Source: an optimization exercise on an open RTL-to-GDS flow (aim: small area, a short achievable clock period and few clock cycles). Production flows keep margins and buffers that such runs may drop.
Function was checked by simulation only, so behaviour that the tests miss may differ from the original.

==> flow/design.v, too long to show whole: its modules and the start of the top module <==
// module cvu_channel: 3912 lines
module cvu_channel (
    input             clk,
    input             rst,
    input             reg_we,
    input      [2:0]  reg_addr,
    input      [31:0] reg_wdata,
    input             scrub,
    input             fail_clr,
    input             job_start,
    input             job_verify,
    input      [63:0] job_rx,
    output            job_ready,
    input             in_valid,
    input      [63:0] in_data,
    input      [3:0]  in_nbytes,
    input             in_last,
    output            in_ready,
    output            res_valid,
    output     [63:0] res_value,
    output            res_fail,
    output reg [63:0] last_res,
    output reg [63:0] last_rx,
    output reg [31:0] fail_count,
    output reg [47:0] bytes_total
);
  // ...
==> flow/run.sh <==
#!/bin/bash
# synth_recipe.tcl (not shown) runs the flow's synth.tcl, then flattens the netlist and writes it again
# the make line also repeats each setting of config.mk as NAME=value (left out here)
make -C /OpenROAD-flow-scripts/flow DESIGN_CONFIG=/design/flow/config.mk WORK_HOME=/design/flow/orfs CLKGATE_MAP_FILE= SYNTH_SCRIPT=/design/flow/synth_recipe.tcl finish
==> flow/config.mk <==
export PLATFORM = sky130hd
export DESIGN_NAME = cvu_channel
export DESIGN_NICKNAME = cvu_channel
export VERILOG_FILES = /design/flow/design.v
export SDC_FILE = /design/flow/constraint.sdc
export NUM_CORES = 4
export LEC_CHECK = 0
export ABC_AREA = 0
export CAP_MARGIN = 20
export CORE_MARGIN = 2
export CORE_UTILIZATION = 30
export PLACE_DENSITY = 0.38
export SLEW_MARGIN = 20
==> flow/constraint.sdc <==
create_clock -name core_clock -period 55.0 [get_ports {clk}]
set_input_delay 11.0000 -clock core_clock [delete_from_list [all_inputs] [get_ports {clk}]]
set_output_delay 11.0000 -clock core_clock [all_outputs]
set_load 0.01 [all_outputs]
==> impl_metrics.env, run 1 <==
export IMPL_synth_avg_cell_area_um2=7.76
export IMPL_cts_tree="done"
export IMPL_path_class="reg2reg"
export IMPL_synth_ff_type="dfxtp_1"
export IMPL_taps=5016
export IMPL_use_met3_pct=11.3
export IMPL_preCtsSetupSlack_ns=40.62
export IMPL_fp_dieW_um=622
export IMPL_ctsHoldBuffers=0
export IMPL_clkTransAtPathRegs_ns=0.06
export IMPL_fmax_ghz=0.0709
export IMPL_cts_resized_gates=0
export IMPL_holdWs_ns=0.443
export IMPL_clkSinkCount=984
export IMPL_max_stage_delay_ns=0.96
export IMPL_hold_class="reg2reg"
export IMPL_dieArea_um2=386000
export IMPL_vias=123000
export IMPL_core_rowCount=226
export IMPL_hold_depth=0
export IMPL_drive_above_1_share_pct=9.38
export IMPL_synthAdderAreaFrac_pct=0.516
export IMPL_path_delay_family="XOR/XNOR gates"
export IMPL_outcome="timing/DRC/antenna clean"
export IMPL_multi_input_area_um2=86800
export IMPL_fin_area_um2=132000
export IMPL_arrival_ns=14.79
export IMPL_met2WireLength_um=344000
export IMPL_synth_compound_area_share_pct=13.8
export IMPL_path_buf_inv=6
export IMPL_maxCapViolations=0
export IMPL_cp_end_kind="flop"
export IMPL_grt_pass1_wl_um=1110000
Testbench counts, summed over its fixed seeds: cycles 50,159.
==> run 2: changes to the inputs <==
--- a/flow/design.v
+++ b/flow/design.v
@@ -110,80 +110,86 @@
             for (rt = 1; rt <= ri; rt = rt + 1)
                 p_r8[ri] = p_r8[ri] ^ (p_top[8 - rt] & p_r8[ri - rt]);
     end
     reg        busy;         
     reg        jr;           
     reg        idle;         
     reg        ir;           
     reg        v1, l1;       
-    reg [63:0] d1;
+    reg [63:0] d1;           
     reg [3:0]  n1;
+    reg [2:0]  rot1;         
+    reg [7:0]  hib1;         
+    reg [7:0]  keep1;        
     reg        resv;         
-    reg        rfail;
+    reg        rfail;        
+    reg [63:0] res_o;        
+    reg        resv_i;       
+    reg        inc_i;        
     reg        rdirty;       
     reg [1:0]  rstep;        
     reg [5:0]  j_shift;
     reg        j_refin, j_refout, j_verify;
     reg [63:0] j_xm, j_rx, j_prs, j_r;
     reg [5:0]  r_shift;      
     reg [63:0] crc;
     reg [27:0] j_bytes;
     assign job_ready = jr;
     assign in_ready  = ir;
     assign res_valid = resv;
-    assign res_value = crc;
+    assign res_value = res_o;
     assign res_fail  = rfail;
     wire start_acc = job_start && jr && !rs;
     wire beat_acc  = in_valid && ir && !rs;
     wire last_acc  = beat_acc && in_last;
     wire fin       = v1 && l1;               
     wire ld_r      = rdirty && (jr || fin);
     wire nstep     = !v1 && !ld_r && rstep != 2'd3;
     wire [1:0] rstep_nx = ld_r ? 2'd0 : nstep ? rstep + 2'd1 : rstep;
     wire busy_nx   = start_acc || (busy && !last_acc);
-    wire [63:0] drev = j_refin ? d1 : rev_bytes_bits(d1);
-    wire [3:0]  nbe  = n1[3] ? 4'd8 : n1;         
-    reg  [7:0]  lob, hib;
+    wire [3:0]  in_nbe = in_nbytes[3] ? 4'd8 : in_nbytes;    
+    reg  [7:0]  in_lob, in_hib;
     integer bb;
     always @* begin
         for (bb = 0; bb < 8; bb = bb + 1) begin
-            lob[bb] = (bb < nbe);
-            hib[bb] = (bb >= 8 - nbe);
+            in_lob[bb] = (bb < in_nbe);
+            in_hib[bb] = (bb >= 8 - in_nbe);
         end
     end
-    reg  [63:0] dm;
+    wire [63:0] in_drev = j_refin ? in_data : rev_bytes_bits(in_data);
+    reg  [63:0] in_dm;
     integer di;
     always @* begin
         for (di = 0; di < 64; di = di + 1)
-            dm[di] = drev[di] & lob[di / 8];
+            in_dm[di] = in_drev[di] & in_lob[di / 8];
     end
-    wire [63:0] x0 = crc ^ dm;
-    wire [63:0] x1 = nbe[0] ? {x0[ 7:0], x0[63: 8]} : x0;
-    wire [63:0] x2 = nbe[1] ? {x1[15:0], x1[63:16]} : x1;
-    wire [63:0] x3 = nbe[2] ? {x2[31:0], x2[63:32]} : x2;
+    wire [63:0] x0 = crc ^ d1;
+    wire [63:0] x1 = rot1[0] ? {x0[ 7:0], x0[63: 8]} : x0;
+    wire [63:0] x2 = rot1[1] ? {x1[15:0], x1[63:16]} : x1;
+    wire [63:0] x3 = rot1[2] ? {x2[31:0], x2[63:32]} : x2;
     reg  [63:0] hs, cs;
     integer hi;
     always @* begin
         for (hi = 0; hi < 64; hi = hi + 1) begin
-            hs[hi] = x3[hi] & hib[hi / 8];
-            cs[hi] = x3[hi] & !hib[hi / 8];
+            hs[hi] = x3[hi] & hib1[hi / 8];
+            cs[hi] = x3[hi] & keep1[hi / 8];
         end
     end
     reg  [63:0] spread_r;
     integer si;
     always @* begin
         spread_r = 64'd0;
         for (si = 0; si < 32; si = si + 1)
             spread_r[2*si] = j_r[si];
     end
     wire [63:0] j_pr  = j_prs >> r_shift;
     wire [63:0] j_q   = {j_pr[62:0], 1'b1};
-    wire [63:0] mx    = v1 ? hs  : j_q;
-    wire [63:0] my    = v1 ? j_r : spread_r;
+    wire [63:0] mx    = hs | (spread_r & {64{!v1}});
+    wire [63:0] my    = v1 ? j_r : j_q;
     wire        unal  = l1 && !j_refout;
     wire [63:0] pm    = unal ? j_prs : j_pr;
     wire [63:0] fr, tt;
     wire m1_0 = (mx[0] & my[1]) ^ (mx[1] & my[0]);
     wire m1_1 = (mx[0] & my[2]) ^ (mx[1] & my[1]);
     wire m1_2 = m1_1 ^ (mx[2] & my[0]);
     wire m1_3 = (mx[0] & my[3]) ^ (mx[1] & my[2]);
     wire m1_4 = (mx[2] & my[1]) ^ (mx[3] & my[0]);
@@ -3844,24 +3850,31 @@
     wire [63:0] sh_out = rev64(sh_in << sh_amt);
     wire [6:0]  j_width = 7'd64 - {1'b0, j_shift};
     wire [63:0] j_mask  = width_mask(j_width);
     wire [63:0] fin_raw = j_refout ? c_new : (sh_out ^ rev64(tt));
     wire [63:0] fin_val = (fin_raw & j_mask) ^ j_xm;
     wire [63:0] xr      = (j_xm ^ j_rx) & j_mask;
     wire        fin_mis = j_verify && (((fin_raw & j_mask) ^ xr) != 64'd0);
     always @(posedge clk) begin
-        d1 <= in_data;
-        n1 <= in_nbytes;
+        d1    <= in_dm;
+        n1    <= in_nbytes;
+        rot1  <= in_nbe[2:0];
+        hib1  <= in_hib & {8{beat_acc}};
+        keep1 <= ~in_hib;
         l1 <= in_last;
     end
     always @(posedge clk) begin
         busy <= busy_nx && !rs;
         v1   <= beat_acc;
         resv <= fin && !rs;
+        resv_i <= fin;
+        inc_i  <= fin && fin_mis;
+        res_o  <= fin_val;
+        rfail  <= fin_mis;
         jr   <= !rs && !reg_we && !busy_nx && !last_acc;
         idle <= !busy_nx && !last_acc;
         ir   <= !rs && busy_nx && !last_acc && rstep_nx[1];
         if (rs_p || poly_apply)
             rdirty <= 1'b1;
         else if (ld_r)
             rdirty <= 1'b0;
     end
@@ -3882,31 +3895,32 @@
             j_refin  <= p_refin;
             j_refout <= p_refout;
             j_verify <= job_verify;
             j_xm     <= p_xorout & p_mask;
             j_rx     <= job_rx & p_bmask;
             crc      <= sh_out;
             j_bytes  <= job_verify ? {24'd0, p_k} : 28'd0;
         end else if (v1) begin
-            crc      <= l1 ? fin_val : c_new;
-            rfail    <= fin_mis;
+            crc      <= c_new;
             j_bytes  <= j_bytes + {24'd0, n1};
         end
     end
-    wire        rep    = resv && !scrub;                     
-    wire        inc    = resv && rfail;
+    wire        resv_e = resv_i && !rs_p;                    
+    wire        rep    = resv_e && !scrub;                   
+    wire        inc    = inc_i && !rs_p;                     
     wire        sat    = &fail_count;
     wire [31:0] fc_inc = fail_count + 32'd1;
     wire [47:0] bt_add = bytes_total + {20'd0, j_bytes};
+    wire        fc_clr = rst || fail_clr;
+    wire        fc_en  = fc_clr || (!scrub && inc && !sat);
+    wire [31:0] fc_d   = fc_clr ? {31'd0, !rst && !scrub && inc} : fc_inc;
     always @(posedge clk) begin
-        if (rs || resv)
-            last_res <= rs ? 64'd0 : crc;
-        if (rs || (resv && j_verify))
+        if (rs || resv_e)
+            last_res <= rs ? 64'd0 : res_o;
+        if (rs || (resv_e && j_verify))
             last_rx  <= rs ? 64'd0 : j_rx;
-        if (rst || fail_clr)
-            fail_count <= {31'd0, !rst && !scrub && inc};
-        else if (!scrub && inc && !sat)
-            fail_count <= fc_inc;
+        if (fc_en)
+            fail_count <= fc_d;
         if (rst || rep)
             bytes_total <= rst ? 48'd0 : bt_add;
     end
 endmodule
==> flow/flow/run.sh (new file) <==
#!/bin/bash
# The standard layout (the standard.sh: standard synthesis, floorplan,
# placement, CTS, routing, finish), with one change: the buffers that
# buffer_ports puts on every input and output port are buf_2 cells instead of
# the cell the resizer picks by default (a 4-stage delay buffer, which adds
# about 0.5-0.8 ns to every path from an input or to an output).
set -euo pipefail
export BUFFER_PORTS_ARGS="-buffer_cell sky130_fd_sc_hd__buf_2"
bash standard.sh finish > standard.log 2>&1
==> flow/standard.sh (new file) <==
#!/bin/bash
# synth_recipe.tcl (not shown) runs the flow's synth.tcl, then flattens the netlist and writes it again
# the make line also repeats each setting of config.mk as NAME=value (left out here)
make -C /OpenROAD-flow-scripts/flow DESIGN_CONFIG=/design/flow/config.mk WORK_HOME=/design/flow/orfs CLKGATE_MAP_FILE= SYNTH_SCRIPT=/design/flow/synth_recipe.tcl "${@:-finish}"
removed: flow/run.sh
==> run 2 against run 1 <==
  * Still clean on timing, DRC and antenna
  * Non-clock buffer count shrank 95
  * Setup slack gained 0.54 ns
  * Clock-buffer cell count grew 12
  * Cell count shrank 4.9%
  * Sequential share of layout area grew 2.0 points
  * Wire length shrank 10%
  * Synthesized area shrank 0.54%
  * Maximum frequency grew 4.0%
  * Via count shrank 10%
  * Core utilization shrank 0.72 points
  * Synthesized cell count shrank 6.4%
==> impl_metrics.env, run 2 <==
export IMPL_ios=452
export IMPL_root_buffer="clkbuf_16"
export IMPL_grt_pass1_wl_um=1010000
export IMPL_ctsHoldBuffers=0
export IMPL_areaGrowthSynthToFinish_pct=13.1
export IMPL_grt_pass1_vias=105000
export IMPL_synth_avg_cell_area_um2=8.26
export IMPL_grt_max_degree=96
export IMPL_synth_top_cells_by_area="xnor2_1 16%, edfxtp_1 13%, xnor3_1 10%"
export IMPL_drt_total_wl_um=771000
export IMPL_layout_commonest_cell="nor2_1"
export IMPL_synth_area_um2=114000
export IMPL_numCtsBuffers=139
export IMPL_die_height_um=620
export IMPL_grt_use_total_pct=38.8
export IMPL_cpMaxStageDelayCell="xnor3_1"
export IMPL_antenna_found_initial=81
export IMPL_synthArstFlopShare_pct=0
export IMPL_min_period_ns=13.57
export IMPL_drt_pass1_iter_count=6
export IMPL_gp_congestion=1.03
export IMPL_finClkSkew_ns=0.0814
export IMPL_path_class="reg2reg"
export IMPL_cts_resized_gates=0
export IMPL_worstPathRequired_ns=55.70
export IMPL_synth_cell_types=129
export IMPL_seq_area_um2=26500
export IMPL_synth_edff_count=508
export IMPL_setup_viol=0
export IMPL_max_stage_delay_ns=1.31
export IMPL_syn_inst=13800
export IMPL_synth_ff_type="dfxtp_1"
export IMPL_ant_nets=0
export IMPL_clockBufferDepth=4
export IMPL_fill_cells=39900
export IMPL_vias=111000
export IMPL_start_util_pct=30.1
export IMPL_slew_headroom_pct=8.58
export IMPL_clkTransAtPathRegs_ns=0.07
export IMPL_yosysWarnings=1
export IMPL_io_buffers=451
export IMPL_fin_tns_setup_ns=0
export IMPL_cp_end_kind="flop"
export IMPL_yosysSeqAreaShare_pct=23.3
export IMPL_core_rowCount=226
export IMPL_synth_top_area_cell="xnor2_1"
export IMPL_cts_tree="done"
export IMPL_tightestPinTransition_ns=1.36
export IMPL_yosysTopAreaCellShare_pct=16.2
export IMPL_path_max_fanout=53
export IMPL_fmax_ghz=0.0737
export IMPL_worst_skew_pair_late_latency_ns=0.85
export IMPL_drive_above_1_share_pct=13.0
export IMPL_hold_class="reg2reg"
export IMPL_wl_per_cell_um=40.1
export IMPL_min_period_over_period_pct=24.7
export IMPL_htreeDepth=4
export IMPL_synth_common_cells="2866 x nor2_1, 2101 x xnor2_1, 1639 x nand2_1, 680 x xor2_1, 633 x clkbuf_1"
export IMPL_synth_most_common_cell="nor2_1"
export IMPL_dieArea_um2=384000
export IMPL_post_cts_setup_buffer_count=0
export IMPL_fp_dieW_um=620
export IMPL_mostFrequentLayoutCells="2848 x nor2_1, 2075 x xnor2_1, 1634 x nand2_1"
export IMPL_syn_num_nets=14000
export IMPL_first_iter_violations=15900
export IMPL_final_max_slew_violation_count=0
export IMPL_outcome="timing/DRC/antenna clean"
export IMPL_routed_via_density=5.77
export IMPL_maxCapViolations=0
export IMPL_drcViolationCount=0
export IMPL_rsz0062_at_grt="no"
export IMPL_core_area_um2=378000
export IMPL_place_hpwl_um=586000
export IMPL_arrival_ns=14.27
export IMPL_synth_seq_cells=1069
export IMPL_globalRoute_totalOverflow=0
export IMPL_start_kind="flop"
export IMPL_final_net_count=14300
export IMPL_clkSinkCount=1069
export IMPL_multi_input_area_um2=84200
export IMPL_finalHoldViolCount=0
==> run 2: cell types whose count changed in the layout (fill, tap and decap cells not counted), moves of 62 or more <==
cell             delta
nor2_1            +429
nand3_1           -107
nand2_1           -652
clkdlybuf4s50_1   -450
mux4_2             +65
o21ai_0           -112
nor3_1             +62
xnor2_1            -88
buf_4              -90
a21oi_1           -232
xnor3_1           +117
buf_2             +450
==> run 2: metal layers <==
| layer | up-vias | global-route usage (%) | part of all wire [%] |
|---|---|---|---|
| met2 | 6710 | 59.7 | 44 |
| met4 | 16 | 25.3 | 7.8 |
| met3 | 1617 | 7.58 | 8.5 |
| li1 | 46800 | - | - |
| met1 | 55600 | 49.3 | 40 |
| met5 | - | 0 | 0.013 |
==> run 2: cell families after synthesis <==
kind of cell,after synthesis,share of synthesized area (%)
buffers and inverters,1035,3.81
XOR/XNOR,3386,33.2
flip-flops,1069,23.3
adder cells (fa/ha/maj),51,0.574
AND/OR/NAND/NOR,5802,21.8
AO/OA/AOI/OAI,1844,10.4
multiplexers,604,6.96
==> run 2: final cells by class <==
class	count	share of cell area [%]
Clock inverter	62	0.481
Antenna cell	55	0.107
Multi-Input combinational cell	11700	65.4
Inverter	115	0.338
Timing Repair Buffer	1022	5.09
Clock buffer	187	3.10
Tap cell	5016	4.88
Sequential cell	1069	20.6
==> run 2: stage by stage <==
step / hold slack (ns) / worst slack (ns) / instance area (µm²) / util, % / instances
global placement: 0.432 / 41.60 / 124000 / 32.7 / 18900
detailed placement: 0.433 / 41.79 / 124000 / 32.8 / 18900
CTS: 0.427 / 41.79 / 129000 / 34.0 / 19200
global route: 0.444 / 41.51 / 129000 / 34.0 / 19200
floorplan: 0.406 / 40.26 / 114000 / - / 13800
finish: 0.438 / 41.43 / 129000 / 34.0 / 19200
==> run 2: final timing paths <==
check	start	end	slack, ns	cells past startpoint
worst min register to register	stage_init_hi[12]	p_init[44]	0.44	2
worst max-delay path	r_shift[0]	inc_i	41.43	32
worst max register to register	r_shift[0]	inc_i	41.43	32
worst min-delay path	stage_init_hi[12]	p_init[44]	0.44	2
==> run 2: critical path, delay by kind of cell (launching register included) <==
| kind | cells | cell delay, ns |
|---|---|---|
| DFF | 1 | 0.33 |
| AOI/OAI and AO/OA | 7 | 3.13 |
| muxes | 1 | 0.30 |
| xor gates and xnor gates | 12 | 5.92 |
| and+or+nand+nor | 7 | 1.31 |
| buffers and inverters | 5 | 2.30 |
Testbench counts of run 2, summed over its fixed seeds: cycles 50,159.
==> run 3: changes to the inputs <==
==> flow/flow/run.sh (replaced) <==
#!/bin/bash
# The standard layout (the standard.sh: standard synthesis, floorplan,
# placement, CTS, routing, finish), with two changes to how it optimises:
# - buffer_ports puts buf_2 cells on every input and output port instead of
#   the cell the resizer picks by default (a 4-stage delay buffer, which adds
#   about 0.5-0.8 ns to every path from an input or to an output);
# - the flow's timing repair (repair_timing after floorplan, CTS and global
#   routing) works towards a setup slack of 42.4 ns at the design's 55 ns
#   clock, i.e. paths of at most 12.6 ns, instead of stopping at 0 ns.
# The SDC, clock period and all constraints are the design's, unchanged.
set -euo pipefail
export BUFFER_PORTS_ARGS="-buffer_cell sky130_fd_sc_hd__buf_2"
export SETUP_SLACK_MARGIN=42.4
bash standard.sh finish > standard.log 2>&1
--- a/flow/config.mk
+++ b/flow/config.mk
@@ -6,8 +6,8 @@
 export NUM_CORES = 4
 export LEC_CHECK = 0
 export ABC_AREA = 0
-export CAP_MARGIN = 20
+export CAP_MARGIN = 30
 export CORE_MARGIN = 2
 export CORE_UTILIZATION = 30
-export PLACE_DENSITY = 0.38
-export SLEW_MARGIN = 20
+export PLACE_DENSITY = 0.4
+export SLEW_MARGIN = 30
==> run 3 against run 2 <==
  * Maximum frequency is 6.8% higher
  * Register-to-register slack improved by 0.86 ns
  * Critical path depth fell by 2
  * Cell count shrank 0.14%
==> impl_metrics.env, run 3 <==
export IMPL_synthArstFlopShare_pct=0
export IMPL_wl_per_cell_um=37.0
export IMPL_synth_area_um2=114000
export IMPL_vias=108000
export IMPL_place_hpwl_um=531000
export IMPL_setup_viol=0
export IMPL_synth_common_cells="2866 x nor2_1, 2101 x xnor2_1, 1639 x nand2_1, 680 x xor2_1, 633 x clkbuf_1"
export IMPL_grt_max_degree=99
export IMPL_slew_headroom_pct=17.0
export IMPL_clkSinkCount=1069
export IMPL_mostFrequentLayoutCells="2847 x nor2_1, 2069 x xnor2_1, 1635 x nand2_1"
export IMPL_outcome="timing/DRC/antenna clean"
export IMPL_maxCapViolations=0
export IMPL_drive_above_1_share_pct=13.0
export IMPL_core_rowCount=226
export IMPL_clockBufferDepth=4
export IMPL_layout_commonest_cell="nor2_1"
export IMPL_cts_tree="done"
export IMPL_areaGrowthSynthToFinish_pct=13.2
export IMPL_start_util_pct=30.1
export IMPL_hold_start="stage_poly_hi[8]"
export IMPL_yosysSeqAreaShare_pct=23.3
export IMPL_synth_xor_area_share_pct=33.2
export IMPL_worst_skew_pair_late_latency_ns=0.92
export IMPL_syn_num_nets=14000
export IMPL_first_iter_violations=15100
export IMPL_grt_pass1_wl_um=937000
export IMPL_timing_rr_start="r_shift[0]"
export IMPL_io_buffers=451
export IMPL_max_stage_delay_ns=0.82
export IMPL_rsz0062_at_grt="no"
export IMPL_startpoint="r_shift[0]"
export IMPL_synth_cell_types=129
export IMPL_tightestPinTransition_ns=1.24
export IMPL_grt_pass1_vias=101000
export IMPL_fill_cells=40300
export IMPL_synth_top_cells_by_area="xnor2_1 16%, edfxtp_1 13%, xnor3_1 10%"
export IMPL_finClkSkew_ns=0.133
export IMPL_synth_ff_type="dfxtp_1"
export IMPL_hold_class="reg2reg"
export IMPL_fp_dieW_um=620
export IMPL_root_buffer="clkbuf_16"
export IMPL_seq_area_um2=26500
export IMPL_globalRoute_totalOverflow=0
export IMPL_yosys_area_share_simple_pct=21.8
export IMPL_fin_util_pct=34.1
export IMPL_syn_inst=13800
export IMPL_drt_pass1_iter_count=7
export IMPL_arrival_ns=13.50
export IMPL_crit_path_end="inc_i"
export IMPL_synth_edff_count=508
export IMPL_antenna_found_initial=59
export IMPL_routed_via_density=5.64
export IMPL_synth_most_common_cell="nor2_1"
export IMPL_dieArea_um2=384000
export IMPL_synth_compound_area_share_pct=10.4
export IMPL_path_max_fanout=62
export IMPL_final_max_slew_violation_count=0
export IMPL_clkTransAtPathRegs_ns=0.06
export IMPL_htreeDepth=4
export IMPL_finalHoldViolCount=0
export IMPL_cp_end_kind="flop"
export IMPL_drt_total_wl_um=709000
export IMPL_cpMaxStageDelayCell="xnor2_1"
export IMPL_synthAdderAreaFrac_pct=0.574
export IMPL_ctsHoldBuffers=0
export IMPL_synth_top_family_by_area="XOR/XNOR gates"
export IMPL_rrSetupSlack_ns=42.29
export IMPL_start_kind="flop"
export IMPL_min_period_over_period_pct=23.1
export IMPL_fmax_ghz=0.0787
export IMPL_multi_input_area_um2=84400
export IMPL_yosysTopAreaCellShare_pct=16.2
export IMPL_numCtsBuffers=139
export IMPL_core_area_um2=378000
export IMPL_synth_avg_cell_area_um2=8.26
export IMPL_yosysWarnings=1
export IMPL_ios=452
export IMPL_drcViolationCount=0
export IMPL_synth_mux_area_share_pct=6.96
export IMPL_synth_seq_cells=1069
export IMPL_reg2reg_to="inc_i"
export IMPL_final_net_count=14300
export IMPL_ant_nets=0
export IMPL_gp_congestion=1.03
export IMPL_die_height_um=620
export IMPL_grt_use_total_pct=35.7
export IMPL_synth_top_area_cell="xnor2_1"
export IMPL_fin_tns_setup_ns=0
export IMPL_worstPathRequired_ns=55.79
export IMPL_min_period_ns=12.71
export IMPL_r2r_cells=30
export IMPL_path_class="reg2reg"
## run 3: final cells by class
cell class / instances / area share, %
clock buffers: 204 / 3.07
flip-flops and latches: 1069 / 20.6
diodes: 25 / 0.0486
inverters: 115 / 0.338
multi-input cells: 11700 / 65.5
repair buffers: 1025 / 5.18
clock inverters: 46 / 0.417
well taps: 5016 / 4.87
## run 3: cell families (layout without fill, tap and decap cells)
kind of cell / count (synthesis) / after routing
simple gates: 5802 / 5802
xor+xnor: 3386 / 3386
compound gates: 1844 / 1844
flops: 1069 / 1069
buf+inv: 1035 / 1390
mux: 604 / 604
fa+ha+maj: 51 / 51
other cells: 0 / 25
## run 3: how the worst min path moves through the flow
| stage | depth (start not counted) | slack (ns) | to |
|---|---|---|---|
| final | 2 | 0.38 | p_poly[40] |
| after global routing | 2 | 0.41 | p_poly[40] |
| after detailed placement | 0 | 0.42 | j_refout |
| after floorplan | 0 | 0.41 | r_shift[0] |
| after global placement | 0 | 0.42 | j_refin |
| after CTS | 2 | 0.38 | p_poly[40] |
## run 3: layer usage
layer	wire, µm	global-route usage, %	vias up	share of wire (%)
met5	318	0	-	0.045
met4	53400	22.5	30	7.5
met3	67500	8.37	1391	9.5
met2	307000	54.6	6126	43
met1	281000	45.3	53900	40
li1	-	-	46800	-
## run 3: worst max-delay path, delay by kind of cell, from the launching register on
family                    cells  cell delay (ns)
and+or+nand+nor               5             1.03
xor gates and xnor gates     12             5.72
AOI/OAI and AO/OA             6             2.14
muxes                         2             0.96
DFF                           1             0.32
buffers and inverters         5             2.28
## run 3: repair_timing
action	CTS	global route
gates cloned	0	0
setup endpoints to repair	23	2
resized for setup	6	6
setup buffers	1	0
## run 3: stage by stage
| step | instance area, µm² | hold slack (ns) | std cells | setup slack, ns |
|---|---|---|---|---|
| 6_report | 129000 | 0.385 | 19200 | 42.29 |
| 5_1_grt | 129000 | 0.413 | 19200 | 42.41 |
| 4_1_cts | 129000 | 0.384 | 19200 | 42.40 |
| 3_5_place_dp | 124000 | 0.420 | 18900 | 41.45 |
| 3_3_place_gp | 124000 | 0.421 | 18900 | 41.46 |
| 2_1_floorplan | 114000 | 0.406 | 13800 | 42.35 |
==> run 4: changes to the inputs <==
==> flow/flow/run.sh (replaced) <==
#!/bin/bash
# The standard layout (the standard.sh: standard synthesis, floorplan,
# placement, CTS, routing, finish), with two changes to how it optimises:
# - buffer_ports puts buf_2 cells on every input and output port instead of
#   the cell the resizer picks by default (a 4-stage delay buffer, which adds
#   about 0.5-0.8 ns to every path from an input or to an output);
# - the flow's timing repair (repair_timing after floorplan, CTS and global
#   routing) works towards a setup slack of 42.8 ns at the design's 55 ns
#   clock, i.e. paths of at most 12.2 ns, instead of stopping at 0 ns.
# The SDC, clock period and all constraints are the design's, unchanged.
set -euo pipefail
export BUFFER_PORTS_ARGS="-buffer_cell sky130_fd_sc_hd__buf_2"
export SETUP_SLACK_MARGIN=42.8
bash standard.sh finish > standard.log 2>&1
--- a/flow/config.mk
+++ b/flow/config.mk
@@ -9,5 +9,7 @@
 export CAP_MARGIN = 30
 export CORE_MARGIN = 2
 export CORE_UTILIZATION = 30
+export CTS_CLUSTER_DIAMETER = 100
+export CTS_CLUSTER_SIZE = 20
 export PLACE_DENSITY = 0.4
 export SLEW_MARGIN = 30
==> run 4 against run 3 <==
  * Still clean
  * Cell count is essentially flat
  * Sequential share of layout area grew 0.16 points
  * Non-clock buffer count grew 90
  * Maximum frequency grew 2.5%
  * Via count shrank 0.20%
  * Wire length grew 0.23%
  * Critical path type is now reg2out
  * Critical endpoint is now fail_count[11]
  * Highest routed layer unchanged
==> impl_metrics.env, run 4 <==
export IMPL_fp_dieW_um=620
export IMPL_worstPathRequired_ns=44.00
export IMPL_drcViolationCount=0
export IMPL_synth_seq_cells=1069
export IMPL_htreeDepth=3
export IMPL_synth_ff_type="dfxtp_1"
export IMPL_min_period_ns=12.40
export IMPL_synth_common_cells="2866 x nor2_1, 2101 x xnor2_1, 1639 x nand2_1, 680 x xor2_1, 633 x clkbuf_1"
export IMPL_cts_tree="done"
export IMPL_globalRoute_totalOverflow=0
export IMPL_fin_tns_setup_ns=0
export IMPL_synth_cell_types=129
export IMPL_routed_via_density=5.63
export IMPL_fin_util_pct=34.1
export IMPL_cp_end_kind="output port"
export IMPL_timing_rr_start="r_shift[0]"
export IMPL_hold_start="p_refin"
export IMPL_finClkSkew_ns=0.0578
export IMPL_dieArea_um2=384000
export IMPL_synth_most_common_cell="nor2_1"
export IMPL_yosysWarnings=1
export IMPL_hold_end="j_refin"
export IMPL_layout_commonest_cell="nor2_1"
export IMPL_fmax_ghz=0.0807
export IMPL_ant_nets=0
export IMPL_ios=452
export IMPL_cpMaxStageDelayCell="edfxtp_1"
export IMPL_syn_num_nets=14000
export IMPL_rsz0062_at_grt="yes"
export IMPL_multi_input_area_um2=84800
export IMPL_antenna_found_initial=67
export IMPL_grt_max_degree=130
export IMPL_core_area_um2=378000
export IMPL_grt_use_total_pct=35.8
export IMPL_max_stage_delay_ns=0.46
export IMPL_grt_pass1_vias=101000
export IMPL_root_buffer="clkbuf_16"
export IMPL_final_max_slew_violation_count=0
export IMPL_rrSetupSlack_ns=42.66
export IMPL_clkTransAtPathRegs_ns=0.09
export IMPL_ctsHoldBuffers=0
export IMPL_start_util_pct=30.1
export IMPL_wl_per_cell_um=37.1
export IMPL_worst_skew_pair_late_latency_ns=0.78
export IMPL_setup_viol=0
export IMPL_core_rowCount=226
export IMPL_first_iter_violations=14000
export IMPL_io_buffers=451
export IMPL_gp_congestion=1.03
export IMPL_tightestPinTransition_ns=1.20
export IMPL_startpoint="fail_count[11]"
export IMPL_start_kind="flop"
export IMPL_path_class="reg2out"
export IMPL_clockBufferDepth=3
export IMPL_yosysTopAreaCellShare_pct=16.2
export IMPL_arrival_ns=1.40
export IMPL_synth_avg_cell_area_um2=8.26
export IMPL_min_period_over_period_pct=22.5
export IMPL_outcome="timing/DRC/antenna clean"
export IMPL_final_net_count=14300
export IMPL_path_max_fanout=4
export IMPL_maxCapViolations=0
export IMPL_hold_depth=0
export IMPL_yosysSeqAreaShare_pct=23.3
export IMPL_grt_pass1_wl_um=937000
export IMPL_critical_path_cell_chain="buf_2"
export IMPL_path_delay_family="flip-flops"
export IMPL_synth_top_area_cell="xnor2_1"
export IMPL_syn_inst=13800
export IMPL_numCtsBuffers=77
export IMPL_path_buf_inv=1
export IMPL_synth_edff_count=508
export IMPL_reg2reg_to="inc_i"
export IMPL_mostFrequentLayoutCells="2852 x nor2_1, 2047 x xnor2_1, 1634 x nand2_1"
export IMPL_fill_cells=40300
export IMPL_r2r_cells=30
export IMPL_hold_class="reg2reg"
export IMPL_synth_area_um2=114000
export IMPL_die_height_um=620
export IMPL_drt_total_wl_um=711000
export IMPL_areaGrowthSynthToFinish_pct=13.2
export IMPL_synthArstFlopShare_pct=0
export IMPL_synth_top_cells_by_area="xnor2_1 16%, edfxtp_1 13%, xnor3_1 10%"
export IMPL_holdWs_ns=0.423
export IMPL_seq_area_um2=26800
export IMPL_clkSinkCount=1069
export IMPL_place_hpwl_um=534000
export IMPL_slew_headroom_pct=19.7
export IMPL_drive_above_1_share_pct=13.9
export IMPL_finalHoldViolCount=0
export IMPL_drt_pass1_iter_count=6
export IMPL_vias=108000
## run 4: cell counts after synthesis
Identical to the previous run, type by type.
## run 4: how the worst max path moves through the flow
stage / slack, ns / cells after the start / endpoint
final: 42.60 / 1 / fail_count[11]
after floorplan: 42.77 / 4 / last_rx[0]
after detailed placement: 41.24 / 8 / busy
after CTS: 42.52 / 1 / fail_count[18]
after global placement: 41.17 / 8 / busy
after global routing: 42.56 / 1 / fail_count[22]
## run 4: final cells by class
cell class	instances	share of cell area, %
diodes	50	0.0971
clock buffers	105	1.59
clock inverters	32	0.370
inverters	115	0.346
multi-input cells	11700	65.8
flip-flops and latches	1069	20.8
well taps	5016	4.87
repair buffers	1115	6.21
## run 4: cells by family after synthesis
family          after synthesis  synth area share (%)
compound gates             1844                  10.4
xor+xnor                   3386                  33.2
fa+ha+maj                    51                 0.574
buf+inv                    1035                  3.81
flops                      1069                  23.3
mux                         604                  6.96
simple gates               5802                  21.8
## run 4: repair_timing
item / in CTS / in global routing
hold endpoints to repair: 0 / 0
endpoints found under the setup margin: 469 / 283
resized for setup: 255 / 56
setup buffers: 75 / 28
pin swaps: 0 / 0
## run 4: worst reg2reg max path: cells and delay by family, from the launching register on
| kind | cells | cell delay, ns |
|---|---|---|
| flip-flops | 1 | 0.35 |
| AND/OR/NAND/NOR | 6 | 1.34 |
| XOR/XNOR | 14 | 6.22 |
| multiplexers | 1 | 0.66 |
| AO/OA/AOI/OAI | 6 | 2.23 |
| buffers and inverters | 3 | 1.47 |
## run 4: metal layers
layer / global-route usage [%] / vias up / share of wire, %
met5: 0 / - / 0.078
met4: 22.1 / 54 / 7.2
met3: 7.98 / 1411 / 8.8
met2: 54.9 / 5828 / 44
met1: 45.7 / 53800 / 40
li1: - / 46900 / -
## run 4: stage by stage
stage,cell area (µm²),instances,worst slack [ns]
floorplan,114000,13800,42.77
global route,129000,19200,42.56
global placement,124000,18900,41.17
finish,129000,19200,42.60
detailed placement,124000,18900,41.24
CTS,128000,19100,42.52
==> run 5: changes to the inputs <==
--- a/flow/config.mk
+++ b/flow/config.mk
@@ -8,8 +8,8 @@
 export ABC_AREA = 0
 export CAP_MARGIN = 30
 export CORE_MARGIN = 2
-export CORE_UTILIZATION = 30
+export CORE_UTILIZATION = 35
 export CTS_CLUSTER_DIAMETER = 100
 export CTS_CLUSTER_SIZE = 20
-export PLACE_DENSITY = 0.4
+export PLACE_DENSITY = 0.5
 export SLEW_MARGIN = 30
==> run 5 against run 4 <==
  * Synthesized area unchanged
  * Critical path depth up 30
  * Clock skew up 0.021 ns
  * Highest routed layer unchanged
  * Clock-buffer cell count up 4
  * Die area down 14%
  * Sequential share of layout area up 0.24 points
  * Core utilization up 5.2 points
  * First-iteration DRC count up 28%
  * Via count up 1.5%
  * Flip-flop and latch count unchanged
==> impl_metrics.env, run 5 <==
export IMPL_grt_use_total_pct=38.1
export IMPL_path_delay_family="XOR/XNOR gates"
export IMPL_core_rowCount=209
export IMPL_cts_tree="done"
export IMPL_outcome="timing/DRC/antenna clean"
export IMPL_busiest_layer="met2"
export IMPL_setup_viol=0
export IMPL_fin_tns_setup_ns=0
export IMPL_rsz0062_at_grt="yes"
export IMPL_core_area_um2=324000
export IMPL_globalRoute_totalOverflow=0
export IMPL_start_util_pct=35.1
export IMPL_tightestPinTransition_ns=1.17
export IMPL_fin_area_um2=127000
export IMPL_cpMostUsedCell="xnor3_1"
export IMPL_clockBufferDepth=3
export IMPL_synth_seq_cells=1069
export IMPL_slew_headroom_pct=21.7
export IMPL_vias=110000
export IMPL_finalHoldViolCount=0
export IMPL_ctsHoldBuffers=0
export IMPL_yosysSeqAreaShare_pct=23.3
export IMPL_syn_inst=13800
export IMPL_path_class="reg2reg"
export IMPL_grt_pass1_wl_um=877000
export IMPL_max_stage_delay_ns=0.76
export IMPL_synth_top_cells_by_area="xnor2_1 16%, edfxtp_1 13%, xnor3_1 10%"
export IMPL_syn_num_nets=14000
export IMPL_synth_top_area_cell="xnor2_1"
export IMPL_place_hpwl_um=488000
export IMPL_areaGrowthSynthToFinish_pct=11.8
export IMPL_drt_pass1_iter_count=8
export IMPL_routed_via_density=5.94
export IMPL_clkSinkCount=1069
export IMPL_yosysWarnings=1
export IMPL_arrival_ns=13.14
export IMPL_gr_usage_met2_pct=56.2
export IMPL_cp_end_kind="flop"
export IMPL_fp_dieW_um=574
export IMPL_drcViolationCount=0
export IMPL_min_period_over_period_pct=22.7
export IMPL_numCtsBuffers=76
export IMPL_root_buffer="clkbuf_16"
export IMPL_synth_cell_types=129
export IMPL_worstPathRequired_ns=55.66
export IMPL_wl_per_cell_um=35.4
export IMPL_synth_edff_count=508
export IMPL_grt_use_met1_pct=47.7
export IMPL_io_buffers=451
export IMPL_clkTransAtPathRegs_ns=0.09
export IMPL_synthArstFlopShare_pct=0
export IMPL_htreeDepth=3
export IMPL_min_period_ns=12.48
export IMPL_synth_common_cells="2866 x nor2_1, 2101 x xnor2_1, 1639 x nand2_1, 680 x xor2_1, 633 x clkbuf_1"
export IMPL_final_net_count=14300
export IMPL_grt_max_degree=120
export IMPL_holdWs_ns=0.445
export IMPL_yosysTopAreaCellShare_pct=16.2
export IMPL_worst_skew_pair_late_latency_ns=0.79
export IMPL_ant_nets=0
export IMPL_layout_commonest_cell="nor2_1"
export IMPL_fmax_ghz=0.0801
export IMPL_synth_ff_type="dfxtp_1"
export IMPL_mostFrequentLayoutCells="2849 x nor2_1, 2071 x xnor2_1, 1636 x nand2_1"
export IMPL_dieArea_um2=330000
export IMPL_drt_total_wl_um=654000
export IMPL_grt_pass1_vias=102000
export IMPL_use_met3_pct=10.7
export IMPL_hold_class="reg2reg"
export IMPL_drive_above_1_share_pct=13.2
export IMPL_final_max_slew_violation_count=0
export IMPL_synth_most_common_cell="nor2_1"
export IMPL_die_height_um=574
export IMPL_synth_avg_cell_area_um2=8.26
export IMPL_path_buf_inv=4
export IMPL_synth_area_um2=114000
export IMPL_path_max_fanout=61
export IMPL_ios=452
export IMPL_start_kind="flop"
export IMPL_finClkSkew_ns=0.0790
export IMPL_first_iter_violations=17900
export IMPL_cpMaxStageDelayCell="a21oi_1"
export IMPL_antenna_found_initial=64
export IMPL_placed_area_um2=123000
export IMPL_maxCapViolations=0
export IMPL_gp_congestion=1.09
==> run 5: cell count changes in the layout (fill, tap and decap cells not counted), sizes merged <==
cell,delta
clkinv,+2
clkbuf,+5
diode,-17
buf,-32
inv,-4
bufinv,+1
clkdlybuf4s15,+1
==> run 5: what timing repair did <==
item                       in CTS  in global routing
setup buffers                  67                 31
setup endpoints to repair     281                322
resized for setup             212                 33
==> run 5: metrics by stage <==
| step | util (%) | std cells | worst slack [ns] |
|---|---|---|---|
| 2_1_floorplan | - | 13800 | 42.77 |
| 3_3_place_gp | 37.8 | 18200 | 41.86 |
| 3_5_place_dp | 37.9 | 18200 | 41.87 |
| 4_1_cts | 39.0 | 18400 | 42.52 |
| 5_1_grt | 39.3 | 18400 | 42.52 |
| 6_report | 39.3 | 18500 | 42.52 |
==> run 5: kinds of logic (layout without fill, tap and decap cells) <==
| kind of cell | after synthesis | in the layout | synth area share, % |
|---|---|---|---|
| other | 0 | 33 | 0 |
| buffers and inverters | 1035 | 1340 | 3.81 |
| multiplexers | 604 | 604 | 6.96 |
| AND/OR/NAND/NOR | 5802 | 5802 | 21.8 |
| XOR/XNOR | 3386 | 3386 | 33.2 |
| AO/OA/AOI/OAI | 1844 | 1844 | 10.4 |
| adder cells (fa/ha/maj) | 51 | 51 | 0.574 |
| flip-flops | 1069 | 1069 | 23.3 |
==> run 5: final cells by class <==
class	count	area [µm²]
diodes	33	82.6
clock buffers	109	2040
clock inverters	31	498
fillers	33500	197000
inverters	115	444
multi-input cells	11700	84300
flip-flops and latches	1069	26700
well taps	4325	5410
repair buffers	1085	7750
==> run 5: final timing paths <==
path                                        start  depth (start not counted)  slack, ns          to
worst min register to register  stage_init_hi[27]                          2       0.45  p_init[59]
worst min-delay path            stage_init_hi[27]                          2       0.45  p_init[59]
worst max register to register         r_shift[0]                         31      42.52       inc_i
worst max-delay path                   r_shift[0]                         31      42.52       inc_i
==> run 5: per-layer routing <==
layer | routed length (µm) | vias to the layer above
met5 | 189 | -
met3 | 76800 | 1866
li1 | - | 46700
met2 | 274000 | 7566
met1 | 246000 | 53400
met4 | 56600 | 30
==> run 5: worst register-to-register path, delay by kind of cell (launching register included) <==
kind	cells	cell delay [ns]
XOR/XNOR	11	4.94
AO/OA/AOI/OAI	7	3.40
buffers and inverters	4	1.70
AND/OR/NAND/NOR	7	1.32
multiplexers	2	0.72
flip-flops	1	0.32
==> run 6: changes to the inputs <==
==> flow/flow/run.sh (replaced) <==
#!/bin/bash
# The standard layout (the standard.sh: standard synthesis, floorplan,
# placement, CTS, routing, finish), with two changes to how it optimises:
# - buffer_ports puts buf_2 cells on every input and output port instead of
#   the cell the resizer picks by default (a 4-stage delay buffer, which adds
#   about 0.5-0.8 ns to every path from an input or to an output);
# - the flow's timing repair (repair_timing after floorplan, CTS and global
#   routing) works towards a setup slack of 43.1 ns at the design's 55 ns
#   clock, i.e. paths of at most 11.9 ns, instead of stopping at 0 ns.
# The SDC, clock period and all constraints are the design's, unchanged.
set -euo pipefail
export BUFFER_PORTS_ARGS="-buffer_cell sky130_fd_sc_hd__buf_2"
export SETUP_SLACK_MARGIN=43.1
bash standard.sh finish > standard.log 2>&1
--- a/flow/config.mk
+++ b/flow/config.mk
@@ -8,8 +8,8 @@
 export ABC_AREA = 0
 export CAP_MARGIN = 30
 export CORE_MARGIN = 2
-export CORE_UTILIZATION = 35
+export CORE_UTILIZATION = 30
 export CTS_CLUSTER_DIAMETER = 100
 export CTS_CLUSTER_SIZE = 20
-export PLACE_DENSITY = 0.5
+export PLACE_DENSITY = 0.4
 export SLEW_MARGIN = 30
==> run 6 against run 5 <==
  * Clock-buffer cell count shrank 5
  * Sequential share of layout area shrank 0.22 points
  * Largest cell class unchanged
==> impl_metrics.env, run 6 <==
export IMPL_clkSinkCount=1069
export IMPL_clkTransAtPathRegs_ns=0.09
export IMPL_syn_num_nets=14000
export IMPL_crit_path_end="bytes_total[14]"
export IMPL_outcome="timing/DRC/antenna clean"
export IMPL_place_inst=18900
export IMPL_areaGrowthSynthToFinish_pct=13.1
export IMPL_start_kind="flop"
export IMPL_yosysWarnings=1
export IMPL_max_stage_delay_ns=0.47
export IMPL_grt_pass1_vias=101000
export IMPL_gp_congestion=1.04
export IMPL_htreeDepth=3
export IMPL_ios=452
export IMPL_antenna_found_initial=69
export IMPL_arrival_ns=1.38
export IMPL_worstPathRequired_ns=44.00
export IMPL_startpoint="bytes_total[14]"
export IMPL_hold_start="p_refin"
export IMPL_timing_rr_start="r_shift[0]"
export IMPL_core_area_um2=378000
export IMPL_yosysTopAreaCellShare_pct=16.2
export IMPL_tightestPinTransition_ns=1.19
export IMPL_rsz0062_at_grt="yes"
export IMPL_worst_skew_pair_late_latency_ns=0.77
export IMPL_path_buf_inv=1
export IMPL_drt_total_wl_um=701000
export IMPL_synth_ff_type="dfxtp_1"
export IMPL_grt_pass1_wl_um=927000
export IMPL_finClkSkew_ns=0.0547
export IMPL_fill_cells=40200
export IMPL_final_max_slew_violation_count=0
export IMPL_reg2reg_to="inc_i"
export IMPL_seq_area_um2=26700
export IMPL_globalRoute_totalOverflow=0
export IMPL_min_period_ns=12.38
export IMPL_fin_tns_setup_ns=0
export IMPL_synth_area_um2=114000
export IMPL_rrSetupSlack_ns=42.90
export IMPL_synth_most_common_cell="nor2_1"
export IMPL_fin_area_um2=129000
export IMPL_cpMaxStageDelayCell="edfxtp_1"
export IMPL_clockBufferDepth=3
export IMPL_die_height_um=620
export IMPL_core_rowCount=226
export IMPL_synth_avg_cell_area_um2=8.26
export IMPL_hold_class="reg2reg"
export IMPL_wl_per_cell_um=36.6
export IMPL_maxCapViolations=0
export IMPL_synth_edff_count=508
export IMPL_path_max_fanout=2
export IMPL_synth_cell_types=129
export IMPL_numCtsBuffers=72
export IMPL_synthArstFlopShare_pct=0
export IMPL_vias=108000
export IMPL_min_period_over_period_pct=22.5
export IMPL_ant_nets=0
export IMPL_start_util_pct=30.1
export IMPL_fp_dieW_um=620
export IMPL_drt_pass1_iter_count=6
export IMPL_synth_common_cells="2866 x nor2_1, 2101 x xnor2_1, 1639 x nand2_1, 680 x xor2_1, 633 x clkbuf_1"
export IMPL_path_delay_family="flip-flops"
export IMPL_yosysSeqAreaShare_pct=23.3
export IMPL_path_class="reg2out"
export IMPL_cts_tree="done"
export IMPL_ctsHoldBuffers=0
export IMPL_finalHoldViolCount=0
export IMPL_slew_headroom_pct=20.1
export IMPL_root_buffer="clkbuf_16"
export IMPL_multi_input_area_um2=84700
export IMPL_io_buffers=451
export IMPL_layout_commonest_cell="nor2_1"
export IMPL_r2r_cells=31
export IMPL_synth_top_area_cell="xnor2_1"
export IMPL_synth_seq_cells=1069
export IMPL_synth_top_cells_by_area="xnor2_1 16%, edfxtp_1 13%, xnor3_1 10%"
export IMPL_cp_depth=1
export IMPL_routed_via_density=5.66
export IMPL_instances_no_fill=19200
export IMPL_placed_area_um2=124000
export IMPL_drive_above_1_share_pct=13.8
export IMPL_cp_end_kind="output port"
export IMPL_mostFrequentLayoutCells="2846 x nor2_1, 2056 x xnor2_1, 1632 x nand2_1"
export IMPL_drcViolationCount=0
export IMPL_grt_max_degree=139
export IMPL_critical_path_cell_chain="buf_6"
export IMPL_fmax_ghz=0.0808
export IMPL_grt_use_total_pct=35.3
export IMPL_syn_inst=13800
export IMPL_dieArea_um2=384000
export IMPL_place_hpwl_um=528000
export IMPL_setup_viol=0
export IMPL_first_iter_violations=15800
export IMPL_final_net_count=14300
[run 6: cell counts after synthesis]
Identical to the previous run, type by type.
[run 6: worst min-delay path by stage]
stage	end	slack, ns	cells past startpoint
after floorplan	r_shift[0]	0.41	0
after global placement	j_refin	0.43	0
final	j_refin	0.44	0
after CTS	p_init[62]	0.45	2
after detailed placement	j_refin	0.42	0
after global routing	j_refin	0.46	0
[run 6: routing by layer]
layer	vias up	GRT usage, %	wire length, µm
met2	6301	53.2	302000
met1	54000	46.1	283000
li1	46800	-	-
met5	-	0	134
met4	20	21.6	50600
met3	1400	7.23	65400
[run 6: final cells by class]
cell class | count | area share (%)
inverter | 115 | 0.356
timing repair buffer | 1117 | 6.32
multi-input combinational | 11700 | 65.8
clock buffer | 104 | 1.50
antenna | 36 | 0.0700
clock inverter | 25 | 0.304
tap | 5016 | 4.88
sequential | 1069 | 20.8
[run 6: metrics by stage]
stage | hold slack (ns) | setup slack [ns] | util, %
2_1_floorplan | 0.406 | 42.77 | -
4_1_cts | 0.448 | 42.56 | 33.8
6_report | 0.443 | 42.62 | 34.0
3_5_place_dp | 0.420 | 41.86 | 32.8
5_1_grt | 0.459 | 42.55 | 34.0
3_3_place_gp | 0.427 | 41.05 | 32.7
[run 6: cells by family (layout without fill, tap and decap cells)]
logic type      Yosys count  in the layout  synth area share (%)
buf+inv                1035           1361                  3.81
mux                     604            604                  6.96
compound gates         1844           1844                  10.4
fa+ha+maj                51             51                 0.574
other cells               0             36                     0
simple gates           5802           5802                  21.8
xor+xnor               3386           3386                  33.2
flops                  1069           1069                  23.3
[run 6: repair_timing]
action                                  4_1_cts  5_1_grt
endpoints found under the setup margin      575      386
setup buffers                                77       28
gates resized for setup                     256       58
cloned                                        1        0
pin swaps                                     1        1

-- re-timing with driven ports --
No port has a modelled driver above. Below, the same layouts with a new extraction and two added sets of constraints.
Step 1, drivers: a clkbuf_16 drives clk and a buf_2 each remaining input, both assumed.
Step 2 adds t to the input delays and takes it off the output delays; t is the mean of the earliest and latest rising clock arrival at the registers after step 1. Input paths then give back, and output paths get back, about the clock's delay inside the block.
Slacks: no drivers / after step 1 / after step 2; pairs: no drivers / after step 1.
run | t, ns | setup slack, ns | worst setup path at the end | worst data-port slew with drivers (ns)
run 1 | 0.991 | 40.890 / 40.890 / 40.550 | input to register | 0.12
run 2 | 0.920 | 41.428 / 41.428 / 41.428 | register to register | 0.10
run 3 | 0.974 | 42.288 / 42.288 / 41.532 | input to register | 0.29
run 4 | 0.855 | 42.602 / 42.495 / 42.142 | input to register | 0.12
run 5 | 0.855 | 42.518 / 42.474 / 42.172 | input to register | 0.14
run 6 | 0.843 | 42.622 / 42.523 / 42.367 | input to register | 0.10
After both steps setup and hold are still met in every run listed. The setup slack of run 3, which loses most, moves by 0.000 ns with the drivers and by -0.756 ns with both steps.
